This is an optimization exercise on Yosys and OpenROAD, whose aim is small area, a short achievable clock period and few clock cycles per item, not a production implementation. At most, simulation tests tie the RTL to the original design; equivalence was not proved.

## xenon
==> flow/design.v (excerpt) <==
module winnow_key (
    input  wire        clk,
    input  wire        rst,
    input  wire        req_valid,
    output wire        req_ready,
    input  wire [31:0] req_period,
    input  wire [9:0]  req_n_inst,
    input  wire [15:0] req_i_pred,
    input  wire        req_pol,
    input  wire [15:0] req_p_sw,
    input  wire [7:0]  req_k_th,
    input  wire [7:0]  req_th_code,
    input  wire        cell_valid,
    output wire        cell_ready,
    input  wire        cell_last,
    input  wire [15:0] cell_vcap,
    input  wire [18:0] cell_tau,
    input  wire [23:0] cell_cgain,
    input  wire [7:0]  cell_temp,
    input  wire        cell_ins,
    input  wire [9:0]  cell_pos,
    output reg         out_valid,
    output reg         out_last,
    output reg  [33:0] out_ck
);
    localparam integer MS = 2;               
    localparam integer MOD_CYC = (32 + MS - 1) / MS;   
    localparam [5:0] READY_AT = (MOD_CYC >= 3) ? MOD_CYC - 3 : 0;
    reg        req_ready_r;
    reg        req_nld;        
    reg        cell_ready_r;
    assign req_ready  = req_ready_r;
    assign cell_ready = cell_ready_r;
    reg [7:0]  r_one, r_two, r_neg;    
    reg        r_ip_sign, r_pol;
    reg [15:0] r_p_sw;
    reg [7:0]  r_k_th;
    reg [7:0]  r_th_code;
    reg [9:0]  r_n;
    reg [9:0]  rot;
    reg [31:0] r_per;          
  ...
Size in the first run: about 5300 cells after synthesis, ~410 flip-flops, about 210 I/O pins.
Settings: LEC_CHECK=0, ABC_AREA=1, CAP_MARGIN=20, CORE_MARGIN=2, CORE_UTILIZATION=40, SLEW_MARGIN=20; clock period 25.0 ns.
standard.sh (not shown) runs the stock make flow with config.mk's settings and CLKGATE_MAP_FILE= SYNTH_SCRIPT=/design/flow/synth_recipe.tcl, a recipe that flattens the netlist after the stock synthesis.
==> flow/flow/run.sh <==
#!/bin/bash
set -euo pipefail
bash standard.sh "BUFFER_PORTS_ARGS=-buffer_cell sky130_fd_sc_hd__buf_4" finish > flow_make.log 2>&1
#### Input delta (juniper over xenon)
--- a/flow/design.v
+++ b/flow/design.v
@@ -19,43 +19,45 @@
     input  wire [7:0]  cell_temp,
     input  wire        cell_ins,
     input  wire [9:0]  cell_pos,
     output reg         out_valid,
     output reg         out_last,
     output reg  [33:0] out_ck
 );
     localparam integer MS = 2;               
     localparam integer MOD_CYC = (32 + MS - 1) / MS;   
+    localparam integer PW = MOD_CYC * MS;              
     localparam [5:0] READY_AT = (MOD_CYC >= 3) ? MOD_CYC - 3 : 0;
     reg        req_ready_r;
     reg        req_nld;        
     reg        cell_ready_r;
+    reg        cell_nrdy;      
     assign req_ready  = req_ready_r;
     assign cell_ready = cell_ready_r;
     reg [7:0]  r_one, r_two, r_neg;    
     reg        r_ip_sign, r_pol;
     reg [15:0] r_p_sw;
     reg [7:0]  r_k_th;
     reg [7:0]  r_th_code;
     reg [9:0]  r_n;
     reg [9:0]  rot;
-    reg [31:0] r_per;          
+    reg [PW-1:0] r_per;        
     reg [5:0]  mcnt;
     reg        mod_run;
-    wire req_fire  = req_valid && req_ready_r;
-    wire cell_fire = cell_valid && cell_ready_r;
+    wire req_fire  = req_valid && !req_nld;
+    wire cell_fire = cell_valid && !cell_nrdy;
     reg [9:0]  rem_c [0:MS];
     reg [10:0] rsh, rsub;
     integer mi;
     always @(*) begin
         rem_c[0] = rot;
         for (mi = 0; mi < MS; mi = mi + 1) begin
-            rsh  = {rem_c[mi], r_per[31 - mi]};
+            rsh  = {rem_c[mi], r_per[PW - 1 - mi]};
             rsub = rsh - {1'b0, r_n};
             rem_c[mi + 1] = rsub[10] ? rsh[9:0] : rsub[9:0];
         end
     end
     reg [7:0] ip_one, ip_two, ip_neg;
     reg [2:0] ipb;
     integer bi;
     always @(*) begin
         for (bi = 0; bi < 8; bi = bi + 1) begin
@@ -65,55 +67,62 @@
             ip_neg[bi] = ipb[2] & ~(ipb[1] & ipb[0]);
         end
     end
     reg        a_v, a_last;
     always @(posedge clk) begin
         if (rst) begin
             req_ready_r  <= 1'b1;
             req_nld      <= 1'b0;
             cell_ready_r <= 1'b0;
+            cell_nrdy    <= 1'b1;
             mod_run      <= 1'b0;
             mcnt         <= 6'd0;
         end else begin
             if (req_fire) begin
                 req_ready_r <= 1'b0;
                 req_nld     <= 1'b1;
                 mod_run     <= 1'b1;
                 mcnt        <= 6'd0;
-                if (READY_AT == 0)
+                if (READY_AT == 0) begin
                     cell_ready_r <= 1'b1;
+                    cell_nrdy    <= 1'b0;
+                end
             end else if (a_v && a_last) begin
                 req_ready_r <= 1'b1;
                 req_nld     <= 1'b0;
             end
             if (mod_run) begin
                 mcnt <= mcnt + 6'd1;
-                if (mcnt + 6'd1 == READY_AT)
+                if (mcnt + 6'd1 == READY_AT) begin
                     cell_ready_r <= 1'b1;
+                    cell_nrdy    <= 1'b0;
+                end
                 if (mcnt + 6'd1 == MOD_CYC)
                     mod_run <= 1'b0;
             end
-            if (cell_fire && cell_last)
+            if (cell_fire && cell_last) begin
                 cell_ready_r <= 1'b0;
+                cell_nrdy    <= 1'b1;
+            end
         end
     end
     always @(posedge clk) begin
         if (!req_nld) begin
             r_one     <= ip_one;
             r_two     <= ip_two;
             r_neg     <= ip_neg;
             r_ip_sign <= req_i_pred[15];
             r_pol     <= req_pol;
             r_p_sw    <= req_p_sw;
             r_k_th    <= req_k_th;
             r_th_code <= req_th_code;
             r_n       <= req_n_inst;
-            r_per     <= req_period;
+            r_per     <= {{(PW - 32){1'b0}}, req_period};
             rot       <= 10'd0;
         end else begin
             r_per <= r_per << MS;
             if (mod_run)
                 rot <= rem_c[MS];
         end
     end
     reg [9:0] tau_one, tau_two, tau_neg;
     reg [2:0] tb;
Findings:
juniper vs xenon, instance count: juniper lower. The sequential share of layout area of juniper and that of xenon are within noise of each other. xenon reports its uppermost layer routed as met4 while juniper reports met5. Routed wire length was higher in the run labelled xenon. Sort xenon and juniper by die outline area desc -> top: xenon. Comparing xenon with juniper, the clock net sink count came out essentially unchanged. Compared with xenon, juniper shows a lower fraction of layout cells with a size suffix above 1. Number of inserted filler cells in the final layout was higher in xenon than in juniper. Measured against each other, xenon and juniper differ in synthesized cell count, the higher figure coming from xenon. juniper and xenon ended up with roughly the same register bit total from synthesis.
Testbench counts of juniper, summed over its fixed seeds: cycles 12,040, items 11,512.
Function not checked in xenon: the RTL went through the layout flow alone.

==> static timing again, ports no longer ideal <==
How much do the figures lean on ideal ports? The routed layouts below were timed once more, with nothing changed but the port constraints.
Step 1, drivers: a clkbuf_16 drives clk and a buf_2 each remaining input, both assumed.
Step 2 also shifts input and output timing later by t, the mid clock arrival at the registers, as if the neighbouring blocks saw the same clock.
a / b / c = ideal ports / drivers / drivers and shift; a / b = the first two.
run | t, ns | slack for setup (ns) | worst register clock-pin slew, ns
xenon | 0.683 | 18.863 / 18.796 / 19.028 | 0.07 / 0.07
juniper | 0.696 | 18.847 / 18.777 / 18.995 | 0.07 / 0.07
After both steps setup and hold are still met in every run listed.
